Background: an optimization exercise with open tools, aiming at small area and a short achievable clock period. Do not read the settings as production practice.
RTL that was checked went through simulation tests only; none was proved equivalent to the original.
No driver is modelled on the clock port, so clocking that relies on it looks cheaper here than on a real chip.

## v1
Design ecc_bch_codec, start of the top module:
module ecc_bch_codec (
    input  wire        clk,
    input  wire        rst,           
    input  wire        in_valid,
    input  wire [63:0] in_wdata,      
    input  wire [63:0] in_rdata,      
    input  wire [15:0] in_rcheck,     
    output reg         out_valid,
    output reg  [15:0] out_wcheck,    
    output reg  [63:0] out_data,      
    output reg         out_ce,        
    output reg         out_ue,        
    output reg  [1:0]  out_nbits      
);
Size: ~1500 cells after synthesis, ~230 flip-flops, about 230 I/O pins, roughly 15000 µm² of cells after synthesis.
clock: 34.0 ns
lec_check: 0
cap_margin: 20
core_margin: 2
core_utilization: 40
slew_margin: 20
run.sh (not shown) runs the stock make flow with config.mk's settings and CLKGATE_MAP_FILE= SYNTH_SCRIPT=/design/flow/synth_recipe.tcl, a recipe that flattens the netlist after the stock synthesis.
Here is what was changed in the inputs of v12 compared with v1.
==> flow/flow/run.sh (new file) <==
#!/bin/bash
# Own layout flow: the standard ORFS flow (standard.sh, unchanged synthesis),
# with a setup-slack target for OpenROAD's timing repair and a small buffer cell
# for the port buffers. Everything else is as the standard flow's layout.
set -euo pipefail
MARGIN=$(cat flow/margin.txt)
bash standard.sh \
  "SETUP_SLACK_MARGIN=${MARGIN}" \
  "BUFFER_PORTS_ARGS=-buffer_cell sky130_fd_sc_hd__buf_1" \
  finish > orfs_make.log 2>&1
==> flow/flow/margin.txt (new file) <==
25.5
==> flow/standard.sh (new file) <==
#!/bin/bash
# synth_recipe.tcl (not shown) runs the flow's synth.tcl, then flattens the netlist and writes it again
# the make line also repeats each setting of config.mk as NAME=value (left out here)
make -C /OpenROAD-flow-scripts/flow DESIGN_CONFIG=/design/flow/config.mk WORK_HOME=/design/flow/orfs CLKGATE_MAP_FILE= SYNTH_SCRIPT=/design/flow/synth_recipe.tcl "${@:-finish}"
removed: flow/run.sh
Notes after the runs:
- v12 ended up with a lower initial antenna violation count than v1 did.
- Compared with v1, v12 shows a lower final critical-path share of the clock period.
- v12 and v1 ended up with roughly the same number of unique standard cell types used by synthesis.
- Relative to v1, sequential share of layout area has increased by 0.73 points in v12.
- v12 -> v1: share of the yosys chip area belonging to registers delta 0, exact match
- Routed length on met3 in v12 vs v1: down 1.6%
- The wire length in v12 was lower than what v1 gave.
- v12 gives less area growth from synthesis to layout than v1 did.
- v12 reports a higher number of buffers inserted during clock tree synthesis than v1 does.
- Comparing v12 and v1, fraction of final layout cells with drive strength greater than 1 is lower on v1.
- Post-route non-filler standard cell count (v12 vs. v1) increases slightly
Setup changes, v12 to v32
==> flow/flow/margin.txt <==
26.5
Of v32 and v12, it is v32 that has the higher slack of the worst reg-to-reg path.
The portion of the layout cell area used by clock cells number comes out lower for v32 vs v12.
v32 has wire length of the first global-routing pass above what v12 had.
Taking v32 over v12, the fmax ratio works out to 1.07.
Between v32 and v12, it is v32 whose clock buffer count from CTS is lower, by 1.
Cmp v32 and v12 / routing usage on met2 / higher: v32
Looking at final worst slack, v32 sits 0.52 ns above v12.
Compared with v12, v32 shows final cell area excluding filler cells higher by about 18%.
No run of this note included a check of the RTL's function; only the layout flow was run.

---

before:
Another version of the RTL of ecc_bch_codec (not shown whole).
Size in the first run: roughly 1300 cells after synthesis, about 180 flip-flops, ~12000 um2 of cells after synthesis.
clock: 34.0 ns
lec_check: 0
cap_margin: 20
core_margin: 2
core_utilization: 55
slew_margin: 20
synth_hierarchical: 1
synth_minimum_keep_size: 0
standard.sh (not shown) runs the stock make flow with config.mk's settings and CLKGATE_MAP_FILE= SYNTH_SCRIPT=/design/flow/synth_recipe.tcl, a recipe that flattens the netlist after the stock synthesis.
==> flow/flow/run.sh <==
#!/bin/bash
# Own layout flow: the standard ORFS flow (standard.sh, so the synthesis is
# the standard one), with these changes to how the layout is made:
#  - OpenROAD's timing repair aims at the setup slack in flow/margin.txt;
#  - the port buffers are sky130_fd_sc_hd__buf_1;
#  - any further make variables listed in flow/extra.txt (one per line);
#  - flow/post_cts.tcl, if present, runs at the end of ORFS's CTS step.
# The full make/ORFS output goes to orfs_make.log; ORFS keeps each step's log
# under orfs/logs/.
set -euo pipefail
MARGIN=$(cat flow/margin.txt)
EXTRA=()
if [[ -f flow/extra.txt ]]; then
  while IFS= read -r line; do [[ -n "$line" ]] && EXTRA+=("$line"); done < flow/extra.txt
fi
if [[ -f flow/post_cts.tcl ]]; then
  EXTRA+=("POST_CTS_TCL=$PWD/flow/post_cts.tcl")
fi
bash standard.sh \
  "SETUP_SLACK_MARGIN=${MARGIN}" \
  "BUFFER_PORTS_ARGS=-buffer_cell sky130_fd_sc_hd__buf_1" \
  "${EXTRA[@]}" \
  finish > orfs_make.log 2>&1
==> flow/flow/extra.txt <==
CTS_ARGS=-sink_clustering_enable -repair_clock_nets -buf_list sky130_fd_sc_hd__clkbuf_8 -dont_use_dummy_load
==> flow/flow/margin.txt <==
25.5
==> flow/flow/post_cts.tcl <==
# After CTS: a leaf clock buffer of the small type that drives many flip-flops
# is swapped for the larger clock buffer, to keep the flip-flop clock slew low.
set changed 0
foreach inst [get_cells clkbuf_*] {
  if {[get_property $inst ref_name] ne "sky130_fd_sc_hd__clkbuf_8"} { continue }
  set out [get_pins -of_objects $inst -filter "direction==output"]
  set n [llength [get_pins -of_objects [get_nets -of_objects $out] -filter "direction==input"]]
  if {$n >= 18} {
    puts "post_cts: [get_full_name $inst] drives $n pins, now sky130_fd_sc_hd__clkbuf_16"
    replace_cell $inst sky130_fd_sc_hd__clkbuf_16
    incr changed
  }
}
if {$changed} { detailed_placement }
Looking at the reports, before completed the entire flow and the layout it produced met the timing, DRC and antenna checks.
Edits applied to the flow inputs when going from before to after:
Settings: a change of CORE_UTILIZATION from 55 to 40.
Notes after the runs:
- after reached the end of the flow, and the finished layout is clean on the timing, DRC and antenna checks.
- Share of cell area taken by multi-input logic gates, after and before: smaller value in after
- As of after, die extent in x had risen by more than 10% compared to before.
- after packs its core looser than before.
- after synthesis and placement, the instance count of after is above that of before.
- before → after: clock-pin slew on the worst setup and hold paths did not really move, share of synthesized cell area in and, or, nand and nor gates held steady.
- Compared with before, in after number of vias per cell decreased about 7%, global-route usage now smaller, setup slack on the worst flop-to-flop path decreased by 100 ps relative to the old numbers.

---

run 1:
ecc_bch_codec, a different RTL version from the one above (not shown whole).
For scale: roughly 1300 cells after synthesis, about 12000 um^2 of cells after synthesis.
## ecc_bch_codec
module ecc_bch_codec (
    input  wire        clk,
    input  wire        rst,           
    input  wire        in_valid,
    input  wire [63:0] in_wdata,      
    input  wire [63:0] in_rdata,      
    input  wire [15:0] in_rcheck,     
    output reg         out_valid,
    output reg  [15:0] out_wcheck,    
    output reg  [63:0] out_data,      
    output reg         out_ce,        
    output reg         out_ue,        
    output reg  [1:0]  out_nbits      
);
clock: 34.0 ns
lec_check: 0
cap_margin: 20
core_margin: 2
core_utilization: 40
slew_margin: 20
synth_hierarchical: 1
synth_minimum_keep_size: 0
==> flow/flow/run.sh <==
#!/bin/bash
# Own layout flow: the standard ORFS flow (standard.sh, unchanged synthesis),
# with a setup-slack target for OpenROAD's timing repair and a small buffer cell
# for the port buffers. Everything else is as the standard flow's layout.
set -euo pipefail
MARGIN=$(cat flow/margin.txt)
bash standard.sh \
  "SETUP_SLACK_MARGIN=${MARGIN}" \
  "BUFFER_PORTS_ARGS=-buffer_cell sky130_fd_sc_hd__buf_1" \
  finish > orfs_make.log 2>&1
==> flow/flow/margin.txt <==
25.3
diff inputs: run 1 => run 2
==> flow/flow/run.sh <==
#!/bin/bash
# Own layout flow: the standard ORFS flow (standard.sh, so the synthesis is
# the standard one), with these changes to how the layout is made:
#  - OpenROAD's timing repair aims at the setup slack in flow/margin.txt;
#  - the port buffers are sky130_fd_sc_hd__buf_1;
#  - any further make variables listed in flow/extra.txt (one per line);
#  - flow/post_cts.tcl, if present, runs at the end of ORFS's CTS step.
# The full make/ORFS output goes to orfs_make.log; ORFS keeps each step's log
# under orfs/logs/.
set -euo pipefail
MARGIN=$(cat flow/margin.txt)
EXTRA=()
if [[ -f flow/extra.txt ]]; then
  while IFS= read -r line; do [[ -n "$line" ]] && EXTRA+=("$line"); done < flow/extra.txt
fi
if [[ -f flow/post_cts.tcl ]]; then
  EXTRA+=("POST_CTS_TCL=$PWD/flow/post_cts.tcl")
fi
bash standard.sh \
  "SETUP_SLACK_MARGIN=${MARGIN}" \
  "BUFFER_PORTS_ARGS=-buffer_cell sky130_fd_sc_hd__buf_1" \
  "${EXTRA[@]}" \
  finish > orfs_make.log 2>&1
==> flow/flow/extra.txt (new file) <==
CTS_ARGS=-sink_clustering_enable -repair_clock_nets -buf_list sky130_fd_sc_hd__clkbuf_4 -root_buf sky130_fd_sc_hd__clkbuf_8 -dont_use_dummy_load
==> flow/flow/post_cts.tcl (new file) <==
# After CTS: a leaf clock buffer that drives many flip-flops is swapped for a
# larger clock buffer, to keep the flip-flop clock slew low.
set changed 0
foreach inst [get_cells clkbuf_*] {
  set ref [get_property $inst ref_name]
  if {$ref ne "sky130_fd_sc_hd__clkbuf_4" && $ref ne "sky130_fd_sc_hd__clkbuf_8"} { continue }
  set out [get_pins -of_objects $inst -filter "direction==output"]
  set n [llength [get_pins -of_objects [get_nets -of_objects $out] -filter "direction==input"]]
  set new ""
  if {$n >= 18} { set new sky130_fd_sc_hd__clkbuf_16 } elseif {$n >= 9 && $ref eq "sky130_fd_sc_hd__clkbuf_4"} { set new sky130_fd_sc_hd__clkbuf_8 }
  if {$new ne ""} {
    puts "post_cts: [get_full_name $inst] drives $n pins, now $new"
    replace_cell $inst $new
    incr changed
  }
}
if {$changed} { detailed_placement }
Results
Comparing run 1 with run 2, the fraction of the cycle the final worst path needs came out essentially unchanged. Run 1 -> run 2: initial antenna violation count delta 0, exact match. Delta (run 2 minus run 1): summed area of non-filler cells in the final layout shows a reduction of 440 um^2; time the worst path needs with I/O delays and setup now larger. Between run 2 and run 1, the routed metal-1 wirelength figures differ only marginally. Between run 2 and run 1, it is run 2 whose final standard cell count with taps included and fillers excluded is lower, by 14. Comparing run 2 with run 1, the non-clock buffer count came out essentially unchanged.

[static timing again, ports no longer ideal]
The flow's constraints put no driver on any port. The routed layouts listed below were extracted and timed again, unchanged, in two steps. Step 1, drivers: a clkbuf_16 drives clk and a buf_2 each remaining input, both assumed. Step 2 times the ports against the registers' clock, not the clock port: input delays grow and output delays shrink by t, the midpoint of the rising clock arrivals with the driver on. Slacks: no drivers / after step 1 / after step 2; pairs: no drivers / after step 1.
| run | shift t [ns] | setup slack, ns | worst setup path after step 2 | clock arrival spread, ns | pins driven straight from the clock port |
|---|---|---|---|---|---|
| v1 | 0.588 | 23.296 / 23.296 / 23.296 | register to register | 0.014 / 0.014 | 1 |
| v12 | 0.597 | 25.621 / 25.621 / 25.621 | register to register | 0.043 / 0.044 | 1 |
| v32 | 0.598 | 26.138 / 26.084 / 26.227 | register to register | 0.016 / 0.016 | 1 |
| before | 0.492 | 25.528 / 25.553 / 25.061 | input to register | 0.041 / 0.040 | 1 |
| after | 0.499 | 25.548 / 25.564 / 25.064 | input to register | 0.029 / 0.029 | 1 |
| run 1 | 0.488 | 25.423 / 25.445 / 24.957 | input to register | 0.016 / 0.015 | 1 |
| run 2 | 0.492 | 25.379 / 25.399 / 24.906 | input to register | 0.038 / 0.039 | 1 |
After both steps setup and hold are still met in every run listed. The setup slack of after, which loses most, moves by +0.016 ns with the drivers and by -0.484 ns with both steps.
